Source: an optimization exercise on an open RTL-to-GDS flow (aim: small area, a short achievable clock period and few clock cycles per item). Production flows keep margins and buffers that such runs may drop.
The RTL was checked by simulation tests, not by an equivalence proof against the original design.

==> flow/design.v, too long to show whole: its modules and the start of the top module <==
// module pi_ctrl: 211 lines
// module pi_mul: 2102 lines
module pi_ctrl (
    input  wire        clk,
    input  wire        rst,           
    input  wire        in_valid,
    output wire        in_ready,
    input  wire [31:0] ref_in,
    input  wire [31:0] fb_in,
    input  wire [31:0] trk_in,
    input  wire [31:0] trken_in,
    input  wire [31:0] lo_in,
    input  wire [31:0] hi_in,
    input  wire [4:0]  conn,          
    input  wire [31:0] kp,            
    input  wire [31:0] kit,           
    input  wire [31:0] lo_p,          
    input  wire [31:0] hi_p,          
    input  wire [4:0]  trk_bit,       
    input  wire        flag_clr,      
    output reg         out_valid,
    output reg  [31:0] y,
    output reg  [31:0] flg,
    output reg         sat
);
  // ...
==> flow/run.sh <==
#!/bin/bash
# synth_recipe.tcl (not shown) runs the flow's synth.tcl, then flattens the netlist and writes it again
# the make line also repeats each setting of config.mk as NAME=value (left out here)
make -C /OpenROAD-flow-scripts/flow DESIGN_CONFIG=/design/flow/config.mk WORK_HOME=/design/flow/orfs CLKGATE_MAP_FILE= SYNTH_SCRIPT=/design/flow/synth_recipe.tcl finish
==> flow/config.mk <==
export PLATFORM = sky130hd
export DESIGN_NAME = pi_ctrl
export DESIGN_NICKNAME = pi_ctrl
export VERILOG_FILES = /design/flow/design.v
export SDC_FILE = /design/flow/constraint.sdc
export NUM_CORES = 4
export LEC_CHECK = 0
export ABC_AREA = 1
export ABC_CLOCK_PERIOD_IN_PS = 10000
export CAP_MARGIN = 20
export CORE_MARGIN = 2
export CORE_UTILIZATION = 50
export SETUP_SLACK_MARGIN = 2
export SLEW_MARGIN = 20
==> flow/constraint.sdc <==
create_clock -name core_clock -period 44.0 [get_ports {clk}]
set_input_delay 8.8000 -clock core_clock [delete_from_list [all_inputs] [get_ports {clk}]]
set_output_delay 8.8000 -clock core_clock [all_outputs]
set_load 0.01 [all_outputs]
==> flow_metrics.py, run 1 <==
metrics = {
    "cells_and_area": {
        "final_cell_mix": "nand2_1 (2,293), inv_1 (2,192), xor2_1 (1,287)",
        "clkCellAreaFrac": 0.0324,
        "drive_above_1_share": 0.0451,
        "fin_area_sq_um": 117000,
        "final_cells": 16800,
        "seq_area_sq_um": 22000,
        "syn2layout_area_growth_pct": 9.49,
    },
    "die": {
        "start_util": 0.504,
        "tap_cells": 2821,
    },
    "synth": {
        "synthTopCellsByArea": "fa_1 (16%), dfxtp_1 (11%), xor2_1 (11%), ha_1 (10%), edfxtp_1 (9.3%)",
        "synth_top_area_cell": "fa_1",
        "synth_top_family_by_area": "adder cells",
        "yosysWarnings": 1,
    },
    "routing": {
        "top_layer": "met5",
        "met2_length_um": 206000,
        "vias_per_cell": 6.21,
    },
    "sta": {
        "hold-worst-slack_ns": 0.327,
        "fin_crit_sh": 0.238,
        "max_freq_mhz": 95.4,
    },
    "worst_setup_path": {
        "timing.critical_path.to": "out_valid",
        "cp-start-kind": "flop",
        "cp_max_fo": 1,
    },
    "place": {
        "dpl.hpwl_um": 362000,
    },
    "global_routing": {
        "grt_pass1_wl_um": 690000,
        "first_global_vias": 103000,
        "use_met1": 0.511,
    },
    "outcome": {
        "outcome": "no timing/DRC/antenna violations",
    },
}
Testbench counts, summed over its fixed seeds: cycles 16,547, execs 16,000.
==> module pi_ctrl, before the edit <==
module pi_ctrl (
    input  wire        clk,
    input  wire        rst,           
    input  wire        in_valid,
    output wire        in_ready,
    input  wire [31:0] ref_in,
    input  wire [31:0] fb_in,
    input  wire [31:0] trk_in,
    input  wire [31:0] trken_in,
    input  wire [31:0] lo_in,
    input  wire [31:0] hi_in,
    input  wire [4:0]  conn,          
    input  wire [31:0] kp,            
    input  wire [31:0] kit,           
    input  wire [31:0] lo_p,          
    input  wire [31:0] hi_p,          
    input  wire [4:0]  trk_bit,       
    input  wire        flag_clr,      
    output reg         out_valid,
    output reg  [31:0] y,
    output reg  [31:0] flg,
    output reg         sat
);
    localparam signed [63:0] S64_MAX = 64'sh7FFF_FFFF_FFFF_FFFF;
    localparam signed [63:0] S64_MIN = -64'sh7FFF_FFFF_FFFF_FFFF - 64'sd1;
    reg        rdy_q;                 
    reg        rdy_o;                 
    reg        adjq;                  
    reg        v1;
    reg [31:0] ref1, fb1, trk1, trken1, loi1, hii1, lop1, hip1, kp1, kit1;
    reg [4:0]  conn1, tbit1;
    reg        fclr1;
    assign in_ready = rdy_o;
    wire kp_same = v1 && (kp == kp1);
    always @(posedge clk) begin
        if (rst) begin
            rdy_q <= 1'b1;
            rdy_o <= 1'b1;
            adjq  <= 1'b0;
            v1    <= 1'b0;
        end else begin
            rdy_q <= !(in_valid && rdy_q && !kp_same);
            rdy_o <= !(in_valid && rdy_o && !kp_same);
            adjq  <= in_valid && !adjq && !kp_same;
            if (rdy_q) v1 <= in_valid;
        end
        if (rdy_q) begin
            ref1   <= ref_in;
            fb1    <= fb_in;
            trk1   <= trk_in;
            trken1 <= trken_in;
            loi1   <= lo_in;
            hii1   <= hi_in;
            lop1   <= lo_p;
            hip1   <= hi_p;
            kp1    <= kp;
            kit1   <= kit;
            conn1  <= conn;
            tbit1  <= trk_bit;
            fclr1  <= flag_clr;
        end
    end
    wire adjA  = adjq;                
    wire normA = v1 && !adjq;         
    reg signed [31:0] kpu;            
    reg signed [31:0] eprev;          
    wire signed [31:0] ref_s = ref1;
    wire signed [31:0] fb_s  = conn1[0] ? fb1  : 32'd0;
    wire signed [31:0] trk_s = conn1[1] ? trk1 : 32'd0;
    wire               tracking = conn1[2] && trken1[tbit1];
    wire signed [32:0] e_full = {ref_s[31], ref_s} - {fb_s[31], fb_s};
    wire signed [31:0] e = (e_full[32] != e_full[31]) ?
                           (e_full[32] ? 32'sh8000_0000 : 32'sh7FFF_FFFF) : e_full[31:0];
    wire signed [31:0] lo_ps = lop1;
    wire signed [31:0] hi_ps = hip1;
    wire signed [31:0] lo_is = loi1;
    wire signed [31:0] hi_is = hii1;
    wire signed [31:0] lo = (conn1[3] && lo_is > lo_ps) ? lo_is : lo_ps;
    wire signed [31:0] hi = (conn1[4] && hi_is < hi_ps) ? hi_is : hi_ps;
    wire signed [32:0] dkp = {kpu[31], kpu} - {kp1[31], kp1};
    wire kit_nz = |kit1;
    wire e_nz   = |e;
    wire dpos_a = kit_nz && e_nz && (kit1[31] == e[31]);
    wire dneg_a = kit_nz && e_nz && (kit1[31] != e[31]);
    reg        adjb, normb;
    reg [31:0] kpb, yb;
    reg [32:0] xb;
    reg [31:0] lob, hib, trkb;
    reg        trackb, fclrb, dposb, dnegb;
    always @(posedge clk) begin
        if (rst) begin
            adjb  <= 1'b0;
            normb <= 1'b0;
            kpu   <= 32'd0;
            eprev <= 32'd0;
        end else begin
            adjb  <= adjA;
            normb <= normA;
            if (normA) begin
                kpu   <= kp1;
                eprev <= e;
            end
        end
        kpb    <= kp1;
        xb     <= adjA ? dkp : {kit1[31], kit1};
        yb     <= adjA ? eprev : e;
        lob    <= lo;
        hib    <= hi;
        trkb   <= trk_s;
        trackb <= tracking;
        fclrb  <= fclr1;
        dposb  <= dpos_a;
        dnegb  <= dneg_a;
    end
    wire [63:0] pa;                   
    wire [64:0] pb;                   
    pi_mul u_mul (.x0(kpb), .x1(xb), .y(yb), .p0(pa), .p1(pb));
    wire signed [31:0] lo_m  = lob;
    wire signed [31:0] hi_m  = hib;
    wire signed [31:0] trk_m = trkb;
    wire signed [31:0] t_lo  = (trk_m < lo_m) ? lo_m : trk_m;
    wire signed [31:0] t     = (t_lo > hi_m) ? hi_m : t_lo;
    reg        adj2, norm2;
    reg [63:0] kpe2;
    reg [64:0] kd2;
    reg [31:0] lo2, hi2, t2;
    reg        trk2, limt2, fclr2, lohi2, dpos2, dneg2;
    always @(posedge clk) begin
        if (rst) begin
            adj2  <= 1'b0;
            norm2 <= 1'b0;
        end else begin
            adj2  <= adjb;
            norm2 <= normb;
        end
        kpe2  <= pa;
        kd2   <= pb;
        lo2   <= lob;
        hi2   <= hib;
        t2    <= t;
        trk2  <= trackb;
        limt2 <= (t != trk_m);
        fclr2 <= fclrb;
        lohi2 <= lo_m > hi_m;
        dpos2 <= dposb;
        dneg2 <= dnegb;
    end
    reg signed [63:0] i_q;            
    reg               lim_order_q;    
    wire signed [63:0] kpe  = kpe2;
    wire signed [64:0] kd   = kd2;
    wire signed [31:0] lo_c = lo2;
    wire signed [31:0] hi_c = hi2;
    wire signed [64:0] acc = {kpe[63], kpe} + {i_q[63], i_q};
    wire               s_neg  = acc[64];
    wire               rnd_up = acc[23] && (!s_neg || (|acc[22:0]));
    wire signed [40:0] q      = acc[64:24] + {40'd0, rnd_up};
    wire               q_hi   = !q[40] && (|q[39:31]);
    wire               q_lo   = q[40] && !(&q[39:31]);
    wire signed [31:0] v = q_hi ? 32'sh7FFF_FFFF : q_lo ? 32'sh8000_0000 : q[31:0];
    wire signed [64:0] k_hi = {{9{hi_c[31]}}, hi_c, 1'b1, 22'd0, hi_c[31]};
    wire               lo_le0 = lo_c[31] || !(|lo_c);
    wire signed [31:0] lo_m1 = lo_c - 32'sd1;
    wire signed [64:0] k_lo = {{9{lo_m1[31]}}, lo_m1, 1'b1, 22'd0, lo_le0};
    wire               v_gt_hi = (acc >= k_hi) && (hi_c != 32'sh7FFF_FFFF);
    wire               v_lt_lo = (acc <  k_lo) && (lo_c != 32'sh8000_0000);
    wire signed [31:0] y_n = v_lt_lo ? (lohi2 ? hi_c : lo_c) : (v_gt_hi ? hi_c : v);
    wire               limited_n = (y_n != v);
    wire               hold  = (v_gt_hi && dpos2) || (v_lt_lo && dneg2);
    wire signed [65:0] sum   = {{2{i_q[63]}}, i_q} + {kd[64], kd};
    wire               sum_ovf = (sum[65:63] != 3'b000) && (sum[65:63] != 3'b111);
    wire signed [63:0] i_sum = !sum_ovf ? sum[63:0] : (sum[65] ? S64_MIN : S64_MAX);
    wire signed [41:0] lo42    = {{10{lo_c[31]}}, lo_c};
    wire signed [41:0] hi42    = {{10{hi_c[31]}}, hi_c};
    wire signed [41:0] i_top   = {{2{i_q[63]}}, i_q[63:24]};
    wire               i_lo_l  = i_top < lo42;
    wire               i_hi_g  = (i_top > hi42) ||
                                 ((i_top == hi42) && (|i_q[23:0]));
    wire signed [41:0] s_top   = sum[65:24];
    wire               s_lo_l  = s_top < lo42;
    wire               s_hi_g  = (s_top > hi42) ||
                                 ((s_top == hi42) && (|sum[23:0]));
    wire               x_lo_l  = hold ? i_lo_l : s_lo_l;
    wire               x_hi_g  = hold ? i_hi_g : s_hi_g;
    wire signed [63:0] lo_acc  = {{8{lo_c[31]}}, lo_c, 24'd0};
    wire signed [63:0] hi_acc  = {{8{hi_c[31]}}, hi_c, 24'd0};
    wire signed [63:0] i_n = x_lo_l ? (lohi2 ? hi_acc : lo_acc) :
                             x_hi_g ? hi_acc : (hold ? i_q : i_sum);
    wire signed [31:0] t_c = t2;
    wire signed [63:0] i_t = {{8{t_c[31]}}, t_c, 24'd0} - kpe;
    wire lim_sticky = (lim_order_q && !fclr2) || lohi2;
    wire limited    = trk2 ? limt2 : limited_n;
    always @(posedge clk) begin
        if (rst) begin
            i_q         <= 64'd0;
            lim_order_q <= 1'b0;
            out_valid   <= 1'b0;
        end else begin
            out_valid <= norm2;
            if (adj2)
                i_q <= i_sum;
            else if (norm2)
                i_q <= trk2 ? i_t : i_n;
            if (norm2)
                lim_order_q <= lim_sticky;
        end
        y   <= trk2 ? t_c : y_n;
        flg <= {16'd0, 7'd0, lim_sticky, 6'd0, trk2, limited};
        sat <= trk2 ? limt2 : (limited_n || q_hi || q_lo);
    end
endmodule
==> run 2, diff against run 1 <==
--- a/flow/design.v
+++ b/flow/design.v
@@ -63,26 +63,30 @@
     wire adjA  = adjq;                
     wire normA = v1 && !adjq;         
     reg signed [31:0] kpu;            
     reg signed [31:0] eprev;          
     wire signed [31:0] ref_s = ref1;
     wire signed [31:0] fb_s  = conn1[0] ? fb1  : 32'd0;
     wire signed [31:0] trk_s = conn1[1] ? trk1 : 32'd0;
     wire               tracking = conn1[2] && trken1[tbit1];
-    wire signed [32:0] e_full = {ref_s[31], ref_s} - {fb_s[31], fb_s};
+    wire signed [32:0] e_full;
+    wire               e_co;
+    bk_add33 u_esub (.a({ref_s[31], ref_s}), .b(~{fb_s[31], fb_s}), .cin(1'b1), .s(e_full), .cout(e_co));
     wire signed [31:0] e = (e_full[32] != e_full[31]) ?
                            (e_full[32] ? 32'sh8000_0000 : 32'sh7FFF_FFFF) : e_full[31:0];
     wire signed [31:0] lo_ps = lop1;
     wire signed [31:0] hi_ps = hip1;
     wire signed [31:0] lo_is = loi1;
     wire signed [31:0] hi_is = hii1;
     wire signed [31:0] lo = (conn1[3] && lo_is > lo_ps) ? lo_is : lo_ps;
     wire signed [31:0] hi = (conn1[4] && hi_is < hi_ps) ? hi_is : hi_ps;
-    wire signed [32:0] dkp = {kpu[31], kpu} - {kp1[31], kp1};
+    wire signed [32:0] dkp;
+    wire               dkp_co;
+    bk_add33 u_dkp (.a({kpu[31], kpu}), .b(~{kp1[31], kp1}), .cin(1'b1), .s(dkp), .cout(dkp_co));
     wire kit_nz = |kit1;
     wire e_nz   = |e;
     wire dpos_a = kit_nz && e_nz && (kit1[31] == e[31]);
     wire dneg_a = kit_nz && e_nz && (kit1[31] != e[31]);
     reg        adjb, normb;
     reg [31:0] kpb, yb;
     reg [32:0] xb;
     reg [31:0] lob, hib, trkb;
@@ -149,23 +153,27 @@
     reg               lim_order_q;    
     wire signed [63:0] kpe  = kpe2;
     wire signed [64:0] kd   = kd2;
     wire signed [31:0] lo_c = lo2;
     wire signed [31:0] hi_c = hi2;
     wire signed [64:0] acc = {kpe[63], kpe} + {i_q[63], i_q};
     wire               s_neg  = acc[64];
     wire               rnd_up = acc[23] && (!s_neg || (|acc[22:0]));
-    wire signed [40:0] q      = acc[64:24] + {40'd0, rnd_up};
+    wire signed [40:0] q;
+    wire               q_co;
+    bk_add41 u_rnd (.a(acc[64:24]), .b(41'd0), .cin(rnd_up), .s(q), .cout(q_co));
     wire               q_hi   = !q[40] && (|q[39:31]);
     wire               q_lo   = q[40] && !(&q[39:31]);
     wire signed [31:0] v = q_hi ? 32'sh7FFF_FFFF : q_lo ? 32'sh8000_0000 : q[31:0];
     wire signed [64:0] k_hi = {{9{hi_c[31]}}, hi_c, 1'b1, 22'd0, hi_c[31]};
     wire               lo_le0 = lo_c[31] || !(|lo_c);
-    wire signed [31:0] lo_m1 = lo_c - 32'sd1;
+    wire signed [31:0] lo_m1;
+    wire               lo_m1_co;
+    bk_add32 u_lom1 (.a(lo_c), .b(32'hFFFF_FFFF), .cin(1'b0), .s(lo_m1), .cout(lo_m1_co));
     wire signed [64:0] k_lo = {{9{lo_m1[31]}}, lo_m1, 1'b1, 22'd0, lo_le0};
     wire               v_gt_hi = (acc >= k_hi) && (hi_c != 32'sh7FFF_FFFF);
     wire               v_lt_lo = (acc <  k_lo) && (lo_c != 32'sh8000_0000);
     wire signed [31:0] y_n = v_lt_lo ? (lohi2 ? hi_c : lo_c) : (v_gt_hi ? hi_c : v);
     wire               limited_n = (y_n != v);
     wire               hold  = (v_gt_hi && dpos2) || (v_lt_lo && dneg2);
     wire signed [65:0] sum   = {{2{i_q[63]}}, i_q} + {kd[64], kd};
     wire               sum_ovf = (sum[65:63] != 3'b000) && (sum[65:63] != 3'b111);
@@ -182,17 +190,19 @@
                                  ((s_top == hi42) && (|sum[23:0]));
     wire               x_lo_l  = hold ? i_lo_l : s_lo_l;
     wire               x_hi_g  = hold ? i_hi_g : s_hi_g;
     wire signed [63:0] lo_acc  = {{8{lo_c[31]}}, lo_c, 24'd0};
     wire signed [63:0] hi_acc  = {{8{hi_c[31]}}, hi_c, 24'd0};
     wire signed [63:0] i_n = x_lo_l ? (lohi2 ? hi_acc : lo_acc) :
                              x_hi_g ? hi_acc : (hold ? i_q : i_sum);
     wire signed [31:0] t_c = t2;
-    wire signed [63:0] i_t = {{8{t_c[31]}}, t_c, 24'd0} - kpe;
+    wire signed [63:0] i_t;
+    wire               i_t_co;
+    bk_add64 u_it (.a({{8{t_c[31]}}, t_c, 24'd0}), .b(~kpe), .cin(1'b1), .s(i_t), .cout(i_t_co));
     wire lim_sticky = (lim_order_q && !fclr2) || lohi2;
     wire limited    = trk2 ? limt2 : limited_n;
     always @(posedge clk) begin
         if (rst) begin
             i_q         <= 64'd0;
             lim_order_q <= 1'b0;
             out_valid   <= 1'b0;
         end else begin
@@ -1246,17 +1256,18 @@
     wire fs0_955 = 1'b1 ^ fc0_838 ^ fs0_839;
     wire fc0_956 = (1'b1 & fc0_838) | (1'b1 & fs0_839) | (fc0_838 & fs0_839);
     wire fs0_957 = ~pp0_14[32] ^ pp0_15[30] ^ fc0_840;
     wire fc0_958 = (~pp0_14[32] & pp0_15[30]) | (~pp0_14[32] & fc0_840) | (pp0_15[30] & fc0_840);
     wire fs0_959 = pp0_15[31] ^ 1'b1;
     wire fc0_960 = pp0_15[31] & 1'b1;
     wire [63:0] ra0 = {1'b1, ~pp0_15[32], fc0_958, fc0_956, fc0_954, fc0_952, fc0_950, fc0_948, fc0_946, fc0_944, fc0_942, fc0_940, fc0_938, fc0_936, fc0_934, fc0_932, fc0_930, fc0_928, fc0_926, fc0_924, fc0_922, fc0_920, fc0_918, fc0_916, fc0_914, fc0_912, fc0_910, fc0_908, fc0_906, fc0_904, fc0_902, fc0_900, fc0_898, fc0_896, fc0_894, fc0_892, fc0_890, fc0_888, fc0_886, fc0_884, fc0_882, fc0_880, fc0_878, fc0_876, fc0_874, fc0_872, fc0_870, fc0_868, fc0_866, fc0_864, fc0_862, fc0_860, fc0_858, fc0_856, fc0_854, fc0_852, fc0_850, fc0_848, fc0_846, fc0_844, fc0_842, b_neg[1], pp0_0[1], pp0_0[0]};
     wire [63:0] rb0 = {1'b0, fc0_960, fs0_959, fs0_957, fs0_955, fs0_953, fs0_951, fs0_949, fs0_947, fs0_945, fs0_943, fs0_941, fs0_939, fs0_937, fs0_935, fs0_933, fs0_931, fs0_929, fs0_927, fs0_925, fs0_923, fs0_921, fs0_919, fs0_917, fs0_915, fs0_913, fs0_911, fs0_909, fs0_907, fs0_905, fs0_903, fs0_901, fs0_899, fs0_897, fs0_895, fs0_893, fs0_891, fs0_889, fs0_887, fs0_885, fs0_883, fs0_881, fs0_879, fs0_877, fs0_875, fs0_873, fs0_871, fs0_869, fs0_867, fs0_865, fs0_863, fs0_861, fs0_859, fs0_857, fs0_855, fs0_853, fs0_851, fs0_849, fs0_847, fs0_845, fs0_843, fs0_841, 1'b0, b_neg[0]};
-    assign p0 = ra0 + rb0;
+    wire co0;
+    bk_add64 u_cpa0 (.a(ra0), .b(rb0), .cin(1'b0), .s(p0), .cout(co0));
     wire [34:0] xe1 = {x1[32], x1, 1'b0};
     wire [33:0] pp1_0;
     generate for (g = 0; g < 34; g = g + 1) begin : gsel1_0
         assign pp1_0[g] = ((b_one[0] & xe1[g+1]) | (b_two[0] & xe1[g])) ^ b_neg[0];
     end endgenerate
     wire [33:0] pp1_1;
     generate for (g = 0; g < 34; g = g + 1) begin : gsel1_1
         assign pp1_1[g] = ((b_one[1] & xe1[g+1]) | (b_two[1] & xe1[g])) ^ b_neg[1];
@@ -2304,10 +2315,684 @@
     wire fs1_1945 = 1'b1 ^ fc1_1826 ^ fs1_1827;
     wire fc1_1946 = (1'b1 & fc1_1826) | (1'b1 & fs1_1827) | (fc1_1826 & fs1_1827);
     wire fs1_1947 = ~pp1_14[33] ^ pp1_15[31] ^ fc1_1828;
     wire fc1_1948 = (~pp1_14[33] & pp1_15[31]) | (~pp1_14[33] & fc1_1828) | (pp1_15[31] & fc1_1828);
     wire fs1_1949 = pp1_15[32] ^ 1'b1;
     wire fc1_1950 = pp1_15[32] & 1'b1;
     wire [64:0] ra1 = {1'b1, ~pp1_15[33], fc1_1948, fc1_1946, fc1_1944, fc1_1942, fc1_1940, fc1_1938, fc1_1936, fc1_1934, fc1_1932, fc1_1930, fc1_1928, fc1_1926, fc1_1924, fc1_1922, fc1_1920, fc1_1918, fc1_1916, fc1_1914, fc1_1912, fc1_1910, fc1_1908, fc1_1906, fc1_1904, fc1_1902, fc1_1900, fc1_1898, fc1_1896, fc1_1894, fc1_1892, fc1_1890, fc1_1888, fc1_1886, fc1_1884, fc1_1882, fc1_1880, fc1_1878, fc1_1876, fc1_1874, fc1_1872, fc1_1870, fc1_1868, fc1_1866, fc1_1864, fc1_1862, fc1_1860, fc1_1858, fc1_1856, fc1_1854, fc1_1852, fc1_1850, fc1_1848, fc1_1846, fc1_1844, fc1_1842, fc1_1840, fc1_1838, fc1_1836, fc1_1834, fc1_1832, fc1_1830, b_neg[1], pp1_0[1], pp1_0[0]};
     wire [64:0] rb1 = {1'b0, fc1_1950, fs1_1949, fs1_1947, fs1_1945, fs1_1943, fs1_1941, fs1_1939, fs1_1937, fs1_1935, fs1_1933, fs1_1931, fs1_1929, fs1_1927, fs1_1925, fs1_1923, fs1_1921, fs1_1919, fs1_1917, fs1_1915, fs1_1913, fs1_1911, fs1_1909, fs1_1907, fs1_1905, fs1_1903, fs1_1901, fs1_1899, fs1_1897, fs1_1895, fs1_1893, fs1_1891, fs1_1889, fs1_1887, fs1_1885, fs1_1883, fs1_1881, fs1_1879, fs1_1877, fs1_1875, fs1_1873, fs1_1871, fs1_1869, fs1_1867, fs1_1865, fs1_1863, fs1_1861, fs1_1859, fs1_1857, fs1_1855, fs1_1853, fs1_1851, fs1_1849, fs1_1847, fs1_1845, fs1_1843, fs1_1841, fs1_1839, fs1_1837, fs1_1835, fs1_1833, fs1_1831, fs1_1829, 1'b0, b_neg[0]};
-    assign p1 = ra1 + rb1;
+    wire co1;
+    bk_add65 u_cpa1 (.a(ra1), .b(rb1), .cin(1'b0), .s(p1), .cout(co1));
+endmodule
+module bk_add32 (input wire [31:0] a, input wire [31:0] b, input wire cin,
+    output wire [31:0] s, output wire cout);
+    wire [31:0] p0 = a ^ b;
+    wire [31:0] g0 = a & b;
+    wire gc0 = g0[0] | (p0[0] & cin);
+    wire gn1 = g0[1] | (p0[1] & gc0);
+    wire gn2 = g0[3] | (p0[3] & g0[2]);
+    wire pn2 = p0[3] & p0[2];
+    wire gn3 = g0[5] | (p0[5] & g0[4]);
+    wire pn3 = p0[5] & p0[4];
+    wire gn4 = g0[7] | (p0[7] & g0[6]);
+    wire pn4 = p0[7] & p0[6];
+    wire gn5 = g0[9] | (p0[9] & g0[8]);
+    wire pn5 = p0[9] & p0[8];
+    wire gn6 = g0[11] | (p0[11] & g0[10]);
+    wire pn6 = p0[11] & p0[10];
+    wire gn7 = g0[13] | (p0[13] & g0[12]);
+    wire pn7 = p0[13] & p0[12];
+    wire gn8 = g0[15] | (p0[15] & g0[14]);
+    wire pn8 = p0[15] & p0[14];
+    wire gn9 = g0[17] | (p0[17] & g0[16]);
+    wire pn9 = p0[17] & p0[16];
+    wire gn10 = g0[19] | (p0[19] & g0[18]);
+    wire pn10 = p0[19] & p0[18];
+    wire gn11 = g0[21] | (p0[21] & g0[20]);
+    wire pn11 = p0[21] & p0[20];
+    wire gn12 = g0[23] | (p0[23] & g0[22]);
+    wire pn12 = p0[23] & p0[22];
+    wire gn13 = g0[25] | (p0[25] & g0[24]);
+    wire pn13 = p0[25] & p0[24];
+    wire gn14 = g0[27] | (p0[27] & g0[26]);
+    wire pn14 = p0[27] & p0[26];
+    wire gn15 = g0[29] | (p0[29] & g0[28]);
+    wire pn15 = p0[29] & p0[28];
+    wire gn16 = g0[31] | (p0[31] & g0[30]);
+    wire pn16 = p0[31] & p0[30];
+    wire gn17 = gn2 | (pn2 & gn1);
+    wire gn18 = gn4 | (pn4 & gn3);
+    wire pn18 = pn4 & pn3;
+    wire gn19 = gn6 | (pn6 & gn5);
+    wire pn19 = pn6 & pn5;
+    wire gn20 = gn8 | (pn8 & gn7);
+    wire pn20 = pn8 & pn7;
+    wire gn21 = gn10 | (pn10 & gn9);
+    wire pn21 = pn10 & pn9;
+    wire gn22 = gn12 | (pn12 & gn11);
+    wire pn22 = pn12 & pn11;
+    wire gn23 = gn14 | (pn14 & gn13);
+    wire pn23 = pn14 & pn13;
+    wire gn24 = gn16 | (pn16 & gn15);
+    wire pn24 = pn16 & pn15;
+    wire gn25 = gn18 | (pn18 & gn17);
+    wire gn26 = gn20 | (pn20 & gn19);
+    wire pn26 = pn20 & pn19;
+    wire gn27 = gn22 | (pn22 & gn21);
+    wire pn27 = pn22 & pn21;
+    wire gn28 = gn24 | (pn24 & gn23);
+    wire pn28 = pn24 & pn23;
+    wire gn29 = gn26 | (pn26 & gn25);
+    wire gn30 = gn28 | (pn28 & gn27);
+    wire pn30 = pn28 & pn27;
+    wire gn31 = gn30 | (pn30 & gn29);
+    wire gn32 = gn27 | (pn27 & gn29);
+    wire gn33 = gn19 | (pn19 & gn25);
+    wire gn34 = gn21 | (pn21 & gn29);
+    wire gn35 = gn23 | (pn23 & gn32);
+    wire gn36 = gn3 | (pn3 & gn17);
+    wire gn37 = gn5 | (pn5 & gn25);
+    wire gn38 = gn7 | (pn7 & gn33);
+    wire gn39 = gn9 | (pn9 & gn29);
+    wire gn40 = gn11 | (pn11 & gn34);
+    wire gn41 = gn13 | (pn13 & gn32);
+    wire gn42 = gn15 | (pn15 & gn35);
+    wire gn43 = g0[2] | (p0[2] & gn1);
+    wire gn44 = g0[4] | (p0[4] & gn17);
+    wire gn45 = g0[6] | (p0[6] & gn36);
+    wire gn46 = g0[8] | (p0[8] & gn25);
+    wire gn47 = g0[10] | (p0[10] & gn37);
+    wire gn48 = g0[12] | (p0[12] & gn33);
+    wire gn49 = g0[14] | (p0[14] & gn38);
+    wire gn50 = g0[16] | (p0[16] & gn29);
+    wire gn51 = g0[18] | (p0[18] & gn39);
+    wire gn52 = g0[20] | (p0[20] & gn34);
+    wire gn53 = g0[22] | (p0[22] & gn40);
+    wire gn54 = g0[24] | (p0[24] & gn32);
+    wire gn55 = g0[26] | (p0[26] & gn41);
+    wire gn56 = g0[28] | (p0[28] & gn35);
+    wire gn57 = g0[30] | (p0[30] & gn42);
+    wire [31:0] cc = {gn57, gn42, gn56, gn35, gn55, gn41, gn54, gn32, gn53, gn40, gn52, gn34, gn51, gn39, gn50, gn29, gn49, gn38, gn48, gn33, gn47, gn37, gn46, gn25, gn45, gn36, gn44, gn17, gn43, gn1, gc0, cin};
+    assign s = p0 ^ cc;
+    assign cout = gn31;
+endmodule
+module bk_add33 (input wire [32:0] a, input wire [32:0] b, input wire cin,
+    output wire [32:0] s, output wire cout);
+    wire [32:0] p0 = a ^ b;
+    wire [32:0] g0 = a & b;
+    wire gc0 = g0[0] | (p0[0] & cin);
+    wire gn1 = g0[1] | (p0[1] & gc0);
+    wire gn2 = g0[3] | (p0[3] & g0[2]);
+    wire pn2 = p0[3] & p0[2];
+    wire gn3 = g0[5] | (p0[5] & g0[4]);
+    wire pn3 = p0[5] & p0[4];
+    wire gn4 = g0[7] | (p0[7] & g0[6]);
+    wire pn4 = p0[7] & p0[6];
+    wire gn5 = g0[9] | (p0[9] & g0[8]);
+    wire pn5 = p0[9] & p0[8];
+    wire gn6 = g0[11] | (p0[11] & g0[10]);
+    wire pn6 = p0[11] & p0[10];
+    wire gn7 = g0[13] | (p0[13] & g0[12]);
+    wire pn7 = p0[13] & p0[12];
+    wire gn8 = g0[15] | (p0[15] & g0[14]);
+    wire pn8 = p0[15] & p0[14];
+    wire gn9 = g0[17] | (p0[17] & g0[16]);
+    wire pn9 = p0[17] & p0[16];
+    wire gn10 = g0[19] | (p0[19] & g0[18]);
+    wire pn10 = p0[19] & p0[18];
+    wire gn11 = g0[21] | (p0[21] & g0[20]);
+    wire pn11 = p0[21] & p0[20];
+    wire gn12 = g0[23] | (p0[23] & g0[22]);
+    wire pn12 = p0[23] & p0[22];
+    wire gn13 = g0[25] | (p0[25] & g0[24]);
+    wire pn13 = p0[25] & p0[24];
+    wire gn14 = g0[27] | (p0[27] & g0[26]);
+    wire pn14 = p0[27] & p0[26];
+    wire gn15 = g0[29] | (p0[29] & g0[28]);
+    wire pn15 = p0[29] & p0[28];
+    wire gn16 = g0[31] | (p0[31] & g0[30]);
+    wire pn16 = p0[31] & p0[30];
+    wire gn17 = gn2 | (pn2 & gn1);
+    wire gn18 = gn4 | (pn4 & gn3);
+    wire pn18 = pn4 & pn3;
+    wire gn19 = gn6 | (pn6 & gn5);
+    wire pn19 = pn6 & pn5;
+    wire gn20 = gn8 | (pn8 & gn7);
+    wire pn20 = pn8 & pn7;
+    wire gn21 = gn10 | (pn10 & gn9);
+    wire pn21 = pn10 & pn9;
+    wire gn22 = gn12 | (pn12 & gn11);
+    wire pn22 = pn12 & pn11;
+    wire gn23 = gn14 | (pn14 & gn13);
+    wire pn23 = pn14 & pn13;
+    wire gn24 = gn16 | (pn16 & gn15);
+    wire pn24 = pn16 & pn15;
+    wire gn25 = gn18 | (pn18 & gn17);
+    wire gn26 = gn20 | (pn20 & gn19);
+    wire pn26 = pn20 & pn19;
+    wire gn27 = gn22 | (pn22 & gn21);
+    wire pn27 = pn22 & pn21;
+    wire gn28 = gn24 | (pn24 & gn23);
+    wire pn28 = pn24 & pn23;
+    wire gn29 = gn26 | (pn26 & gn25);
+    wire gn30 = gn28 | (pn28 & gn27);
+    wire pn30 = pn28 & pn27;
+    wire gn31 = gn30 | (pn30 & gn29);
+    wire gn32 = gn27 | (pn27 & gn29);
+    wire gn33 = gn19 | (pn19 & gn25);
+    wire gn34 = gn21 | (pn21 & gn29);
+    wire gn35 = gn23 | (pn23 & gn32);
+    wire gn36 = gn3 | (pn3 & gn17);
+    wire gn37 = gn5 | (pn5 & gn25);
+    wire gn38 = gn7 | (pn7 & gn33);
+    wire gn39 = gn9 | (pn9 & gn29);
+    wire gn40 = gn11 | (pn11 & gn34);
+    wire gn41 = gn13 | (pn13 & gn32);
+    wire gn42 = gn15 | (pn15 & gn35);
+    wire gn43 = g0[2] | (p0[2] & gn1);
+    wire gn44 = g0[4] | (p0[4] & gn17);
+    wire gn45 = g0[6] | (p0[6] & gn36);
+    wire gn46 = g0[8] | (p0[8] & gn25);
+    wire gn47 = g0[10] | (p0[10] & gn37);
+    wire gn48 = g0[12] | (p0[12] & gn33);
+    wire gn49 = g0[14] | (p0[14] & gn38);
+    wire gn50 = g0[16] | (p0[16] & gn29);
+    wire gn51 = g0[18] | (p0[18] & gn39);
+    wire gn52 = g0[20] | (p0[20] & gn34);
+    wire gn53 = g0[22] | (p0[22] & gn40);
+    wire gn54 = g0[24] | (p0[24] & gn32);
+    wire gn55 = g0[26] | (p0[26] & gn41);
+    wire gn56 = g0[28] | (p0[28] & gn35);
+    wire gn57 = g0[30] | (p0[30] & gn42);
+    wire gn58 = g0[32] | (p0[32] & gn31);
+    wire [32:0] cc = {gn31, gn57, gn42, gn56, gn35, gn55, gn41, gn54, gn32, gn53, gn40, gn52, gn34, gn51, gn39, gn50, gn29, gn49, gn38, gn48, gn33, gn47, gn37, gn46, gn25, gn45, gn36, gn44, gn17, gn43, gn1, gc0, cin};
+    assign s = p0 ^ cc;
+    assign cout = gn58;
+endmodule
+module bk_add41 (input wire [40:0] a, input wire [40:0] b, input wire cin,
+    output wire [40:0] s, output wire cout);
+    wire [40:0] p0 = a ^ b;
+    wire [40:0] g0 = a & b;
+    wire gc0 = g0[0] | (p0[0] & cin);
+    wire gn1 = g0[1] | (p0[1] & gc0);
+    wire gn2 = g0[3] | (p0[3] & g0[2]);
+    wire pn2 = p0[3] & p0[2];
+    wire gn3 = g0[5] | (p0[5] & g0[4]);
+    wire pn3 = p0[5] & p0[4];
+    wire gn4 = g0[7] | (p0[7] & g0[6]);
+    wire pn4 = p0[7] & p0[6];
+    wire gn5 = g0[9] | (p0[9] & g0[8]);
+    wire pn5 = p0[9] & p0[8];
+    wire gn6 = g0[11] | (p0[11] & g0[10]);
+    wire pn6 = p0[11] & p0[10];
+    wire gn7 = g0[13] | (p0[13] & g0[12]);
+    wire pn7 = p0[13] & p0[12];
+    wire gn8 = g0[15] | (p0[15] & g0[14]);
+    wire pn8 = p0[15] & p0[14];
+    wire gn9 = g0[17] | (p0[17] & g0[16]);
+    wire pn9 = p0[17] & p0[16];
+    wire gn10 = g0[19] | (p0[19] & g0[18]);
+    wire pn10 = p0[19] & p0[18];
+    wire gn11 = g0[21] | (p0[21] & g0[20]);
+    wire pn11 = p0[21] & p0[20];
+    wire gn12 = g0[23] | (p0[23] & g0[22]);
+    wire pn12 = p0[23] & p0[22];
+    wire gn13 = g0[25] | (p0[25] & g0[24]);
+    wire pn13 = p0[25] & p0[24];
+    wire gn14 = g0[27] | (p0[27] & g0[26]);
+    wire pn14 = p0[27] & p0[26];
+    wire gn15 = g0[29] | (p0[29] & g0[28]);
+    wire pn15 = p0[29] & p0[28];
+    wire gn16 = g0[31] | (p0[31] & g0[30]);
+    wire pn16 = p0[31] & p0[30];
+    wire gn17 = g0[33] | (p0[33] & g0[32]);
+    wire pn17 = p0[33] & p0[32];
+    wire gn18 = g0[35] | (p0[35] & g0[34]);
+    wire pn18 = p0[35] & p0[34];
+    wire gn19 = g0[37] | (p0[37] & g0[36]);
+    wire pn19 = p0[37] & p0[36];
+    wire gn20 = g0[39] | (p0[39] & g0[38]);
+    wire pn20 = p0[39] & p0[38];
+    wire gn21 = gn2 | (pn2 & gn1);
+    wire gn22 = gn4 | (pn4 & gn3);
+    wire pn22 = pn4 & pn3;
+    wire gn23 = gn6 | (pn6 & gn5);
+    wire pn23 = pn6 & pn5;
+    wire gn24 = gn8 | (pn8 & gn7);
+    wire pn24 = pn8 & pn7;
+    wire gn25 = gn10 | (pn10 & gn9);
+    wire pn25 = pn10 & pn9;
+    wire gn26 = gn12 | (pn12 & gn11);
+    wire pn26 = pn12 & pn11;
+    wire gn27 = gn14 | (pn14 & gn13);
+    wire pn27 = pn14 & pn13;
+    wire gn28 = gn16 | (pn16 & gn15);
+    wire pn28 = pn16 & pn15;
+    wire gn29 = gn18 | (pn18 & gn17);
+    wire pn29 = pn18 & pn17;
+    wire gn30 = gn20 | (pn20 & gn19);
+    wire pn30 = pn20 & pn19;
+    wire gn31 = gn22 | (pn22 & gn21);
+    wire gn32 = gn24 | (pn24 & gn23);
+    wire pn32 = pn24 & pn23;
+    wire gn33 = gn26 | (pn26 & gn25);
+    wire pn33 = pn26 & pn25;
+    wire gn34 = gn28 | (pn28 & gn27);
+    wire pn34 = pn28 & pn27;
+    wire gn35 = gn30 | (pn30 & gn29);
+    wire pn35 = pn30 & pn29;
+    wire gn36 = gn32 | (pn32 & gn31);
+    wire gn37 = gn34 | (pn34 & gn33);
+    wire pn37 = pn34 & pn33;
+    wire gn38 = gn37 | (pn37 & gn36);
+    wire gn39 = gn33 | (pn33 & gn36);
+    wire gn40 = gn35 | (pn35 & gn38);
+    wire gn41 = gn23 | (pn23 & gn31);
+    wire gn42 = gn25 | (pn25 & gn36);
+    wire gn43 = gn27 | (pn27 & gn39);
+    wire gn44 = gn29 | (pn29 & gn38);
+    wire gn45 = gn3 | (pn3 & gn21);
+    wire gn46 = gn5 | (pn5 & gn31);
+    wire gn47 = gn7 | (pn7 & gn41);
+    wire gn48 = gn9 | (pn9 & gn36);
+    wire gn49 = gn11 | (pn11 & gn42);
+    wire gn50 = gn13 | (pn13 & gn39);
+    wire gn51 = gn15 | (pn15 & gn43);
+    wire gn52 = gn17 | (pn17 & gn38);
+    wire gn53 = gn19 | (pn19 & gn44);
+    wire gn54 = g0[2] | (p0[2] & gn1);
+    wire gn55 = g0[4] | (p0[4] & gn21);
+    wire gn56 = g0[6] | (p0[6] & gn45);
+    wire gn57 = g0[8] | (p0[8] & gn31);
+    wire gn58 = g0[10] | (p0[10] & gn46);
+    wire gn59 = g0[12] | (p0[12] & gn41);
+    wire gn60 = g0[14] | (p0[14] & gn47);
+    wire gn61 = g0[16] | (p0[16] & gn36);
+    wire gn62 = g0[18] | (p0[18] & gn48);
+    wire gn63 = g0[20] | (p0[20] & gn42);
+    wire gn64 = g0[22] | (p0[22] & gn49);
+    wire gn65 = g0[24] | (p0[24] & gn39);
+    wire gn66 = g0[26] | (p0[26] & gn50);
+    wire gn67 = g0[28] | (p0[28] & gn43);
+    wire gn68 = g0[30] | (p0[30] & gn51);
+    wire gn69 = g0[32] | (p0[32] & gn38);
+    wire gn70 = g0[34] | (p0[34] & gn52);
+    wire gn71 = g0[36] | (p0[36] & gn44);
+    wire gn72 = g0[38] | (p0[38] & gn53);
+    wire gn73 = g0[40] | (p0[40] & gn40);
+    wire [40:0] cc = {gn40, gn72, gn53, gn71, gn44, gn70, gn52, gn69, gn38, gn68, gn51, gn67, gn43, gn66, gn50, gn65, gn39, gn64, gn49, gn63, gn42, gn62, gn48, gn61, gn36, gn60, gn47, gn59, gn41, gn58, gn46, gn57, gn31, gn56, gn45, gn55, gn21, gn54, gn1, gc0, cin};
+    assign s = p0 ^ cc;
+    assign cout = gn73;
+endmodule
+module bk_add64 (input wire [63:0] a, input wire [63:0] b, input wire cin,
+    output wire [63:0] s, output wire cout);
+    wire [63:0] p0 = a ^ b;
+    wire [63:0] g0 = a & b;
+    wire gc0 = g0[0] | (p0[0] & cin);
+    wire gn1 = g0[1] | (p0[1] & gc0);
+    wire gn2 = g0[3] | (p0[3] & g0[2]);
+    wire pn2 = p0[3] & p0[2];
+    wire gn3 = g0[5] | (p0[5] & g0[4]);
+    wire pn3 = p0[5] & p0[4];
+    wire gn4 = g0[7] | (p0[7] & g0[6]);
+    wire pn4 = p0[7] & p0[6];
+    wire gn5 = g0[9] | (p0[9] & g0[8]);
+    wire pn5 = p0[9] & p0[8];
+    wire gn6 = g0[11] | (p0[11] & g0[10]);
+    wire pn6 = p0[11] & p0[10];
+    wire gn7 = g0[13] | (p0[13] & g0[12]);
+    wire pn7 = p0[13] & p0[12];
+    wire gn8 = g0[15] | (p0[15] & g0[14]);
+    wire pn8 = p0[15] & p0[14];
+    wire gn9 = g0[17] | (p0[17] & g0[16]);
+    wire pn9 = p0[17] & p0[16];
+    wire gn10 = g0[19] | (p0[19] & g0[18]);
+    wire pn10 = p0[19] & p0[18];
+    wire gn11 = g0[21] | (p0[21] & g0[20]);
+    wire pn11 = p0[21] & p0[20];
+    wire gn12 = g0[23] | (p0[23] & g0[22]);
+    wire pn12 = p0[23] & p0[22];
+    wire gn13 = g0[25] | (p0[25] & g0[24]);
+    wire pn13 = p0[25] & p0[24];
+    wire gn14 = g0[27] | (p0[27] & g0[26]);
+    wire pn14 = p0[27] & p0[26];
+    wire gn15 = g0[29] | (p0[29] & g0[28]);
+    wire pn15 = p0[29] & p0[28];
+    wire gn16 = g0[31] | (p0[31] & g0[30]);
+    wire pn16 = p0[31] & p0[30];
+    wire gn17 = g0[33] | (p0[33] & g0[32]);
+    wire pn17 = p0[33] & p0[32];
+    wire gn18 = g0[35] | (p0[35] & g0[34]);
+    wire pn18 = p0[35] & p0[34];
+    wire gn19 = g0[37] | (p0[37] & g0[36]);
+    wire pn19 = p0[37] & p0[36];
+    wire gn20 = g0[39] | (p0[39] & g0[38]);
+    wire pn20 = p0[39] & p0[38];
+    wire gn21 = g0[41] | (p0[41] & g0[40]);
+    wire pn21 = p0[41] & p0[40];
+    wire gn22 = g0[43] | (p0[43] & g0[42]);
+    wire pn22 = p0[43] & p0[42];
+    wire gn23 = g0[45] | (p0[45] & g0[44]);
+    wire pn23 = p0[45] & p0[44];
+    wire gn24 = g0[47] | (p0[47] & g0[46]);
+    wire pn24 = p0[47] & p0[46];
+    wire gn25 = g0[49] | (p0[49] & g0[48]);
+    wire pn25 = p0[49] & p0[48];
+    wire gn26 = g0[51] | (p0[51] & g0[50]);
+    wire pn26 = p0[51] & p0[50];
+    wire gn27 = g0[53] | (p0[53] & g0[52]);
+    wire pn27 = p0[53] & p0[52];
+    wire gn28 = g0[55] | (p0[55] & g0[54]);
+    wire pn28 = p0[55] & p0[54];
+    wire gn29 = g0[57] | (p0[57] & g0[56]);
+    wire pn29 = p0[57] & p0[56];
+    wire gn30 = g0[59] | (p0[59] & g0[58]);
+    wire pn30 = p0[59] & p0[58];
+    wire gn31 = g0[61] | (p0[61] & g0[60]);
+    wire pn31 = p0[61] & p0[60];
+    wire gn32 = g0[63] | (p0[63] & g0[62]);
+    wire pn32 = p0[63] & p0[62];
+    wire gn33 = gn2 | (pn2 & gn1);
+    wire gn34 = gn4 | (pn4 & gn3);
+    wire pn34 = pn4 & pn3;
+    wire gn35 = gn6 | (pn6 & gn5);
+    wire pn35 = pn6 & pn5;
+    wire gn36 = gn8 | (pn8 & gn7);
+    wire pn36 = pn8 & pn7;
+    wire gn37 = gn10 | (pn10 & gn9);
+    wire pn37 = pn10 & pn9;
+    wire gn38 = gn12 | (pn12 & gn11);
+    wire pn38 = pn12 & pn11;
+    wire gn39 = gn14 | (pn14 & gn13);
+    wire pn39 = pn14 & pn13;
+    wire gn40 = gn16 | (pn16 & gn15);
+    wire pn40 = pn16 & pn15;
+    wire gn41 = gn18 | (pn18 & gn17);
+    wire pn41 = pn18 & pn17;
+    wire gn42 = gn20 | (pn20 & gn19);
+    wire pn42 = pn20 & pn19;
+    wire gn43 = gn22 | (pn22 & gn21);
+    wire pn43 = pn22 & pn21;
+    wire gn44 = gn24 | (pn24 & gn23);
+    wire pn44 = pn24 & pn23;
+    wire gn45 = gn26 | (pn26 & gn25);
+    wire pn45 = pn26 & pn25;
+    wire gn46 = gn28 | (pn28 & gn27);
+    wire pn46 = pn28 & pn27;
+    wire gn47 = gn30 | (pn30 & gn29);
+    wire pn47 = pn30 & pn29;
+    wire gn48 = gn32 | (pn32 & gn31);
+    wire pn48 = pn32 & pn31;
+    wire gn49 = gn34 | (pn34 & gn33);
+    wire gn50 = gn36 | (pn36 & gn35);
+    wire pn50 = pn36 & pn35;
+    wire gn51 = gn38 | (pn38 & gn37);
+    wire pn51 = pn38 & pn37;
+    wire gn52 = gn40 | (pn40 & gn39);
+    wire pn52 = pn40 & pn39;
+    wire gn53 = gn42 | (pn42 & gn41);
+    wire pn53 = pn42 & pn41;
+    wire gn54 = gn44 | (pn44 & gn43);
+    wire pn54 = pn44 & pn43;
+    wire gn55 = gn46 | (pn46 & gn45);
+    wire pn55 = pn46 & pn45;
+    wire gn56 = gn48 | (pn48 & gn47);
+    wire pn56 = pn48 & pn47;
+    wire gn57 = gn50 | (pn50 & gn49);
+    wire gn58 = gn52 | (pn52 & gn51);
+    wire pn58 = pn52 & pn51;
+    wire gn59 = gn54 | (pn54 & gn53);
+    wire pn59 = pn54 & pn53;
+    wire gn60 = gn56 | (pn56 & gn55);
+    wire pn60 = pn56 & pn55;
+    wire gn61 = gn58 | (pn58 & gn57);
+    wire gn62 = gn60 | (pn60 & gn59);
+    wire pn62 = pn60 & pn59;
+    wire gn63 = gn62 | (pn62 & gn61);
+    wire gn64 = gn59 | (pn59 & gn61);
+    wire gn65 = gn51 | (pn51 & gn57);
+    wire gn66 = gn53 | (pn53 & gn61);
+    wire gn67 = gn55 | (pn55 & gn64);
+    wire gn68 = gn35 | (pn35 & gn49);
+    wire gn69 = gn37 | (pn37 & gn57);
+    wire gn70 = gn39 | (pn39 & gn65);
+    wire gn71 = gn41 | (pn41 & gn61);
+    wire gn72 = gn43 | (pn43 & gn66);
+    wire gn73 = gn45 | (pn45 & gn64);
+    wire gn74 = gn47 | (pn47 & gn67);
+    wire gn75 = gn3 | (pn3 & gn33);
+    wire gn76 = gn5 | (pn5 & gn49);
+    wire gn77 = gn7 | (pn7 & gn68);
+    wire gn78 = gn9 | (pn9 & gn57);
+    wire gn79 = gn11 | (pn11 & gn69);
+    wire gn80 = gn13 | (pn13 & gn65);
+    wire gn81 = gn15 | (pn15 & gn70);
+    wire gn82 = gn17 | (pn17 & gn61);
+    wire gn83 = gn19 | (pn19 & gn71);
+    wire gn84 = gn21 | (pn21 & gn66);
+    wire gn85 = gn23 | (pn23 & gn72);
+    wire gn86 = gn25 | (pn25 & gn64);
+    wire gn87 = gn27 | (pn27 & gn73);
+    wire gn88 = gn29 | (pn29 & gn67);
+    wire gn89 = gn31 | (pn31 & gn74);
+    wire gn90 = g0[2] | (p0[2] & gn1);
+    wire gn91 = g0[4] | (p0[4] & gn33);
+    wire gn92 = g0[6] | (p0[6] & gn75);
+    wire gn93 = g0[8] | (p0[8] & gn49);
+    wire gn94 = g0[10] | (p0[10] & gn76);
+    wire gn95 = g0[12] | (p0[12] & gn68);
+    wire gn96 = g0[14] | (p0[14] & gn77);
+    wire gn97 = g0[16] | (p0[16] & gn57);
+    wire gn98 = g0[18] | (p0[18] & gn78);
+    wire gn99 = g0[20] | (p0[20] & gn69);
+    wire gn100 = g0[22] | (p0[22] & gn79);
+    wire gn101 = g0[24] | (p0[24] & gn65);
+    wire gn102 = g0[26] | (p0[26] & gn80);
+    wire gn103 = g0[28] | (p0[28] & gn70);
+    wire gn104 = g0[30] | (p0[30] & gn81);
+    wire gn105 = g0[32] | (p0[32] & gn61);
+    wire gn106 = g0[34] | (p0[34] & gn82);
+    wire gn107 = g0[36] | (p0[36] & gn71);
+    wire gn108 = g0[38] | (p0[38] & gn83);
+    wire gn109 = g0[40] | (p0[40] & gn66);
+    wire gn110 = g0[42] | (p0[42] & gn84);
+    wire gn111 = g0[44] | (p0[44] & gn72);
+    wire gn112 = g0[46] | (p0[46] & gn85);
+    wire gn113 = g0[48] | (p0[48] & gn64);
+    wire gn114 = g0[50] | (p0[50] & gn86);
+    wire gn115 = g0[52] | (p0[52] & gn73);
+    wire gn116 = g0[54] | (p0[54] & gn87);
+    wire gn117 = g0[56] | (p0[56] & gn67);
+    wire gn118 = g0[58] | (p0[58] & gn88);
+    wire gn119 = g0[60] | (p0[60] & gn74);
+    wire gn120 = g0[62] | (p0[62] & gn89);
+    wire [63:0] cc = {gn120, gn89, gn119, gn74, gn118, gn88, gn117, gn67, gn116, gn87, gn115, gn73, gn114, gn86, gn113, gn64, gn112, gn85, gn111, gn72, gn110, gn84, gn109, gn66, gn108, gn83, gn107, gn71, gn106, gn82, gn105, gn61, gn104, gn81, gn103, gn70, gn102, gn80, gn101, gn65, gn100, gn79, gn99, gn69, gn98, gn78, gn97, gn57, gn96, gn77, gn95, gn68, gn94, gn76, gn93, gn49, gn92, gn75, gn91, gn33, gn90, gn1, gc0, cin};
+    assign s = p0 ^ cc;
+    assign cout = gn63;
+endmodule
+module bk_add65 (input wire [64:0] a, input wire [64:0] b, input wire cin,
+    output wire [64:0] s, output wire cout);
+    wire [64:0] p0 = a ^ b;
+    wire [64:0] g0 = a & b;
+    wire gc0 = g0[0] | (p0[0] & cin);
+    wire gn1 = g0[1] | (p0[1] & gc0);
+    wire gn2 = g0[3] | (p0[3] & g0[2]);
+    wire pn2 = p0[3] & p0[2];
+    wire gn3 = g0[5] | (p0[5] & g0[4]);
+    wire pn3 = p0[5] & p0[4];
+    wire gn4 = g0[7] | (p0[7] & g0[6]);
+    wire pn4 = p0[7] & p0[6];
+    wire gn5 = g0[9] | (p0[9] & g0[8]);
+    wire pn5 = p0[9] & p0[8];
+    wire gn6 = g0[11] | (p0[11] & g0[10]);
+    wire pn6 = p0[11] & p0[10];
+    wire gn7 = g0[13] | (p0[13] & g0[12]);
+    wire pn7 = p0[13] & p0[12];
+    wire gn8 = g0[15] | (p0[15] & g0[14]);
+    wire pn8 = p0[15] & p0[14];
+    wire gn9 = g0[17] | (p0[17] & g0[16]);
+    wire pn9 = p0[17] & p0[16];
+    wire gn10 = g0[19] | (p0[19] & g0[18]);
+    wire pn10 = p0[19] & p0[18];
+    wire gn11 = g0[21] | (p0[21] & g0[20]);
+    wire pn11 = p0[21] & p0[20];
+    wire gn12 = g0[23] | (p0[23] & g0[22]);
+    wire pn12 = p0[23] & p0[22];
+    wire gn13 = g0[25] | (p0[25] & g0[24]);
+    wire pn13 = p0[25] & p0[24];
+    wire gn14 = g0[27] | (p0[27] & g0[26]);
+    wire pn14 = p0[27] & p0[26];
+    wire gn15 = g0[29] | (p0[29] & g0[28]);
+    wire pn15 = p0[29] & p0[28];
+    wire gn16 = g0[31] | (p0[31] & g0[30]);
+    wire pn16 = p0[31] & p0[30];
+    wire gn17 = g0[33] | (p0[33] & g0[32]);
+    wire pn17 = p0[33] & p0[32];
+    wire gn18 = g0[35] | (p0[35] & g0[34]);
+    wire pn18 = p0[35] & p0[34];
+    wire gn19 = g0[37] | (p0[37] & g0[36]);
+    wire pn19 = p0[37] & p0[36];
+    wire gn20 = g0[39] | (p0[39] & g0[38]);
+    wire pn20 = p0[39] & p0[38];
+    wire gn21 = g0[41] | (p0[41] & g0[40]);
+    wire pn21 = p0[41] & p0[40];
+    wire gn22 = g0[43] | (p0[43] & g0[42]);
+    wire pn22 = p0[43] & p0[42];
+    wire gn23 = g0[45] | (p0[45] & g0[44]);
+    wire pn23 = p0[45] & p0[44];
+    wire gn24 = g0[47] | (p0[47] & g0[46]);
+    wire pn24 = p0[47] & p0[46];
+    wire gn25 = g0[49] | (p0[49] & g0[48]);
+    wire pn25 = p0[49] & p0[48];
+    wire gn26 = g0[51] | (p0[51] & g0[50]);
+    wire pn26 = p0[51] & p0[50];
+    wire gn27 = g0[53] | (p0[53] & g0[52]);
+    wire pn27 = p0[53] & p0[52];
+    wire gn28 = g0[55] | (p0[55] & g0[54]);
+    wire pn28 = p0[55] & p0[54];
+    wire gn29 = g0[57] | (p0[57] & g0[56]);
+    wire pn29 = p0[57] & p0[56];
+    wire gn30 = g0[59] | (p0[59] & g0[58]);
+    wire pn30 = p0[59] & p0[58];
+    wire gn31 = g0[61] | (p0[61] & g0[60]);
+    wire pn31 = p0[61] & p0[60];
+    wire gn32 = g0[63] | (p0[63] & g0[62]);
+    wire pn32 = p0[63] & p0[62];
+    wire gn33 = gn2 | (pn2 & gn1);
+    wire gn34 = gn4 | (pn4 & gn3);
+    wire pn34 = pn4 & pn3;
+    wire gn35 = gn6 | (pn6 & gn5);
+    wire pn35 = pn6 & pn5;
+    wire gn36 = gn8 | (pn8 & gn7);
+    wire pn36 = pn8 & pn7;
+    wire gn37 = gn10 | (pn10 & gn9);
+    wire pn37 = pn10 & pn9;
+    wire gn38 = gn12 | (pn12 & gn11);
+    wire pn38 = pn12 & pn11;
+    wire gn39 = gn14 | (pn14 & gn13);
+    wire pn39 = pn14 & pn13;
+    wire gn40 = gn16 | (pn16 & gn15);
+    wire pn40 = pn16 & pn15;
+    wire gn41 = gn18 | (pn18 & gn17);
+    wire pn41 = pn18 & pn17;
+    wire gn42 = gn20 | (pn20 & gn19);
+    wire pn42 = pn20 & pn19;
+    wire gn43 = gn22 | (pn22 & gn21);
+    wire pn43 = pn22 & pn21;
+    wire gn44 = gn24 | (pn24 & gn23);
+    wire pn44 = pn24 & pn23;
+    wire gn45 = gn26 | (pn26 & gn25);
+    wire pn45 = pn26 & pn25;
+    wire gn46 = gn28 | (pn28 & gn27);
+    wire pn46 = pn28 & pn27;
+    wire gn47 = gn30 | (pn30 & gn29);
+    wire pn47 = pn30 & pn29;
+    wire gn48 = gn32 | (pn32 & gn31);
+    wire pn48 = pn32 & pn31;
+    wire gn49 = gn34 | (pn34 & gn33);
+    wire gn50 = gn36 | (pn36 & gn35);
+    wire pn50 = pn36 & pn35;
+    wire gn51 = gn38 | (pn38 & gn37);
+    wire pn51 = pn38 & pn37;
+    wire gn52 = gn40 | (pn40 & gn39);
+    wire pn52 = pn40 & pn39;
+    wire gn53 = gn42 | (pn42 & gn41);
+    wire pn53 = pn42 & pn41;
+    wire gn54 = gn44 | (pn44 & gn43);
+    wire pn54 = pn44 & pn43;
+    wire gn55 = gn46 | (pn46 & gn45);
+    wire pn55 = pn46 & pn45;
+    wire gn56 = gn48 | (pn48 & gn47);
+    wire pn56 = pn48 & pn47;
+    wire gn57 = gn50 | (pn50 & gn49);
+    wire gn58 = gn52 | (pn52 & gn51);
+    wire pn58 = pn52 & pn51;
+    wire gn59 = gn54 | (pn54 & gn53);
+    wire pn59 = pn54 & pn53;
+    wire gn60 = gn56 | (pn56 & gn55);
+    wire pn60 = pn56 & pn55;
+    wire gn61 = gn58 | (pn58 & gn57);
+    wire gn62 = gn60 | (pn60 & gn59);
+    wire pn62 = pn60 & pn59;
+    wire gn63 = gn62 | (pn62 & gn61);
+    wire gn64 = gn59 | (pn59 & gn61);
+    wire gn65 = gn51 | (pn51 & gn57);
+    wire gn66 = gn53 | (pn53 & gn61);
+    wire gn67 = gn55 | (pn55 & gn64);
+    wire gn68 = gn35 | (pn35 & gn49);
+    wire gn69 = gn37 | (pn37 & gn57);
+    wire gn70 = gn39 | (pn39 & gn65);
+    wire gn71 = gn41 | (pn41 & gn61);
+    wire gn72 = gn43 | (pn43 & gn66);
+    wire gn73 = gn45 | (pn45 & gn64);
+    wire gn74 = gn47 | (pn47 & gn67);
+    wire gn75 = gn3 | (pn3 & gn33);
+    wire gn76 = gn5 | (pn5 & gn49);
+    wire gn77 = gn7 | (pn7 & gn68);
+    wire gn78 = gn9 | (pn9 & gn57);
+    wire gn79 = gn11 | (pn11 & gn69);
+    wire gn80 = gn13 | (pn13 & gn65);
+    wire gn81 = gn15 | (pn15 & gn70);
+    wire gn82 = gn17 | (pn17 & gn61);
+    wire gn83 = gn19 | (pn19 & gn71);
+    wire gn84 = gn21 | (pn21 & gn66);
+    wire gn85 = gn23 | (pn23 & gn72);
+    wire gn86 = gn25 | (pn25 & gn64);
+    wire gn87 = gn27 | (pn27 & gn73);
+    wire gn88 = gn29 | (pn29 & gn67);
+    wire gn89 = gn31 | (pn31 & gn74);
+    wire gn90 = g0[2] | (p0[2] & gn1);
+    wire gn91 = g0[4] | (p0[4] & gn33);
+    wire gn92 = g0[6] | (p0[6] & gn75);
+    wire gn93 = g0[8] | (p0[8] & gn49);
+    wire gn94 = g0[10] | (p0[10] & gn76);
+    wire gn95 = g0[12] | (p0[12] & gn68);
+    wire gn96 = g0[14] | (p0[14] & gn77);
+    wire gn97 = g0[16] | (p0[16] & gn57);
+    wire gn98 = g0[18] | (p0[18] & gn78);
+    wire gn99 = g0[20] | (p0[20] & gn69);
+    wire gn100 = g0[22] | (p0[22] & gn79);
+    wire gn101 = g0[24] | (p0[24] & gn65);
+    wire gn102 = g0[26] | (p0[26] & gn80);
+    wire gn103 = g0[28] | (p0[28] & gn70);
+    wire gn104 = g0[30] | (p0[30] & gn81);
+    wire gn105 = g0[32] | (p0[32] & gn61);
+    wire gn106 = g0[34] | (p0[34] & gn82);
+    wire gn107 = g0[36] | (p0[36] & gn71);
+    wire gn108 = g0[38] | (p0[38] & gn83);
+    wire gn109 = g0[40] | (p0[40] & gn66);
+    wire gn110 = g0[42] | (p0[42] & gn84);
+    wire gn111 = g0[44] | (p0[44] & gn72);
+    wire gn112 = g0[46] | (p0[46] & gn85);
+    wire gn113 = g0[48] | (p0[48] & gn64);
+    wire gn114 = g0[50] | (p0[50] & gn86);
+    wire gn115 = g0[52] | (p0[52] & gn73);
+    wire gn116 = g0[54] | (p0[54] & gn87);
+    wire gn117 = g0[56] | (p0[56] & gn67);
+    wire gn118 = g0[58] | (p0[58] & gn88);
+    wire gn119 = g0[60] | (p0[60] & gn74);
+    wire gn120 = g0[62] | (p0[62] & gn89);
+    wire gn121 = g0[64] | (p0[64] & gn63);
+    wire [64:0] cc = {gn63, gn120, gn89, gn119, gn74, gn118, gn88, gn117, gn67, gn116, gn87, gn115, gn73, gn114, gn86, gn113, gn64, gn112, gn85, gn111, gn72, gn110, gn84, gn109, gn66, gn108, gn83, gn107, gn71, gn106, gn82, gn105, gn61, gn104, gn81, gn103, gn70, gn102, gn80, gn101, gn65, gn100, gn79, gn99, gn69, gn98, gn78, gn97, gn57, gn96, gn77, gn95, gn68, gn94, gn76, gn93, gn49, gn92, gn75, gn91, gn33, gn90, gn1, gc0, cin};
+    assign s = p0 ^ cc;
+    assign cout = gn121;
 endmodule
==> run 2 against run 1 <==
Compared with the run above: register-to-register slack worse by 0.57 ns; clock-buffer cell count is 2 higher; fmax is 0.76% lower; largest cell class unchanged; critical endpoint is now i_q[30]; global-route usage is 0.40 points lower; sequential share of layout area is 0.42 points higher; utilization is 0.13 points higher; final cell count is 4.8% lower; first-iteration DRC count is 7.6% lower; non-clock buffer count is 13 higher.
==> flow_metrics.py, run 2 <==
metrics = {
    "worst_setup_path": {
        "critPathCaptureType": "flop",
        "critical-path-slowest-cell": "buf_4",
        "crit_buf_inv": 4,
        "crit_path_frequent_cell": "buf_4",
        "crit_family": "buffers and inverters",
        "critPathKind": "primary input to flop",
        "required_ns": 44.69,
        "worstPathCellList": "buf_2 -> buf_4 -> inv_2 -> buf_4 -> o21ai_0 -> o21bai_1 -> a21oi_1",
        "worstPathArrival_ns": 11.25,
        "cp-start-kind": "primary input",
        "critPathMaxStageDelay_ns": 0.74,
        "cp_max_fo": 58,
    },
    "place": {
        "dpl.hpwl_um": 347000,
        "io_buffers": 371,
        "gp_congestion": 1.04,
    },
    "synth": {
        "yosys_register_bits": 933,
        "synthesis.area_sq_um": 105000,
        "synthSimpleGateAreaFrac": 0.141,
        "muxShareOfSynthArea": 0.00115,
        "synth_edf_count": 331,
        "synth_compound_area_frac": 0.143,
        "yosysMostFrequentCell": "nand2_1",
        "ys_async_sr_fraction": 0,
        "synthCells": 13100,
        "synthXorXnorAreaFrac": 0.104,
        "yosysWarnings": 1,
        "synth-seq-area-share": 0.210,
        "synth_top_area_frac": 0.183,
        "yosysUniqueCellTypes": 66,
        "yosys.area_share.adder": 0.292,
        "avgSynthCellArea_sq_um": 7.96,
        "synth_top_family_by_area": "adder cells",
        "synth_common_cells": "nand2_1 (2,245), inv_1 (2,201), xor2_1 (1,120), o22ai_1 (958), fa_1 (954)",
        "synth_top_area_cell": "fa_1",
        "ys.flop_type": "dfxtp_1",
        "synthTopCellsByArea": "fa_1 (18%), dfxtp_1 (12%), ha_1 (11%), edfxtp_1 (9.5%), xor2_1 (9.4%)",
    },
    "cells_and_area": {
        "syn2layout_area_growth_pct": 9.66,
        "fillCellCount": 19400,
        "top_regs": "kd2 (65), i_q (64), kpe2 (64)",
        "largest_register": "kd2",
        "largest_reg_flops": 65,
        "fin_nets": 15300,
        "final_common_cell": "nand2_1",
        "final_cell_mix": "nand2_1 (2,232), inv_1 (2,180), xor2_1 (1,120)",
        "drive_above_1_share": 0.0416,
        "seq_area_sq_um": 22000,
        "multiInputGateArea_sq_um": 71700,
        "fin_util": 0.553,
    },
    "global_routing": {
        "grt_pass1_wl_um": 660000,
        "antenna_found_initial": 27,
        "grt_util_all_layers": 0.426,
        "grt_overflow_total": 0,
        "grt_max_degree": 83,
        "first_global_vias": 97800,
    },
    "clocking": {
        "clk_latency_ns": 0.82,
        "clk_pin_slew_ns": 0.06,
        "cts_root_buf": "clkbuf_16",
        "ctsHoldBuffers": 0,
        "cts.htree.levels": 3,
        "tritoncts": "built",
        "postCtsResizedCells": 0,
        "clock-sinks": 933,
        "cts_buffers": 105,
        "post_cts.repair.setup_buffers": 0,
        "clockBufferDepth": 3,
    },
    "routing": {
        "drc": 0,
        "first_iter_violations": 11800,
        "vias": 98500,
        "antenna_left": 0,
        "wl_per_cell_um": 28.8,
        "drt-pass1-iter-count": 14,
        "wirelength_um": 461000,
        "vias_per_cell": 6.15,
    },
    "die": {
        "start_util": 0.504,
        "rows": 167,
        "die-area_sq_um": 213000,
        "core-area_sq_um": 207000,
        "io_pins": 401,
        "fp.dieH_um": 461,
        "die_x_um": 461,
    },
    "hold_path": {
        "hp-class": "flop to flop",
    },
    "sta": {
        "hold_viol": 0,
        "finClkSkew_ns": 0.0853,
        "max_slew.worst_pin.slew_ns": 1.15,
        "max_freq_mhz": 94.7,
        "timing.final.max_slew_violations": 0,
        "min_period_ns": 10.56,
        "finalSetupViolations": 0,
        "slew_headroom": 0.236,
        "fin_crit_sh": 0.240,
        "rsz0062_at_grt": "false",
        "tns_ns": 0,
    },
    "outcome": {
        "outcome": "no timing/DRC/antenna violations",
    },
    "job": {
        "drv_cap": 0,
    },
}
run 2: final timing paths:
check | startpoint | end | slack [ns] | cells past startpoint
max | rst | i_q[30] | 33.44 | 7
min | dnegb | dneg2 | 0.33 | 0
max reg2reg | yb[5] | kpe2[62] | 33.98 | 30
min reg2reg | dnegb | dneg2 | 0.33 | 0
run 2: routing by layer:
layer  wire [um]  part of all wire  vias to the layer above  track usage
li1            -                 -                    42800            -
met1      166000              0.36                    46800        0.509
met2      195000              0.42                     6796        0.641
met3       59900              0.13                     2094        0.148
met4       40300             0.087                       14        0.295
met5         148           0.00032                        -      0.00276
run 2: cell families after synthesis:
logic type	Yosys count
and+or+nand+nor	3570
buffers and inverters	2963
AOI/OAI and AO/OA	2549
adders and majority gates	1871
xor gates and xnor gates	1236
DFF	933
muxes	12
other	1
run 2: layout make-up:
cell class	count	area share
antenna	15	0.000327
clock buffer	139	0.0255
clock inverter	58	0.00684
inverter	2228	0.0730
multi-input combinational	9267	0.625
sequential	933	0.192
tap	2788	0.0304
timing repair buffer	602	0.0474
run 2: per-stage QoR:
stage | hold WS (ns) | cells | cell area, sq um | worst slack (ns)
3_5_place_dp | 0.315 | 15800 | 111000 | 32.78
3_3_place_gp | 0.315 | 15800 | 111000 | 32.78
6_report | 0.327 | 16000 | 115000 | 33.44
2_1_floorplan | 0.310 | 13200 | 105000 | 34.04
5_1_grt | 0.331 | 16000 | 115000 | 33.42
4_1_cts | 0.327 | 16000 | 115000 | 33.45
run 2: worst reg2reg max path: cells and delay by family, from the launching register on:
family / cells / cell delay, ns
compound gates: 11 / 3.53
simple gates: 3 / 0.30
xor+xnor: 1 / 0.20
flops: 1 / 0.31
buf+inv: 8 / 2.25
fa+ha+maj: 7 / 3.26
Testbench counts of run 2, summed over its fixed seeds: cycles 16,547, execs 16,000.

[afterwards: timing with drivers on the ports]
The flow's constraints put no driver on any port. The routed layouts listed below were extracted and timed again, unchanged, in two steps. Step 1, drivers: a clkbuf_16 drives clk and a buf_2 each remaining input, both assumed. Step 2 adds t to the input delays and takes it off the output delays; t is the mean of the earliest and latest rising clock arrival at the registers after step 1. Input paths then give back, and output paths get back, about the clock's delay inside the block. Three values: ideal ports, drivers, drivers and shift; two values: the first two.
run | t, ns | setup slack, ns | worst register clock-pin slew, ns
run 1 | 0.891 | 33.521 / 33.411 / 33.148 | 0.07 / 0.07
run 2 | 0.874 | 33.441 / 33.395 / 32.647 | 0.08 / 0.08
After both steps every run listed still meets setup and hold. For run 2, which loses most, drivers alone change the setup slack by -0.046 ns; drivers and shift together by -0.794 ns.
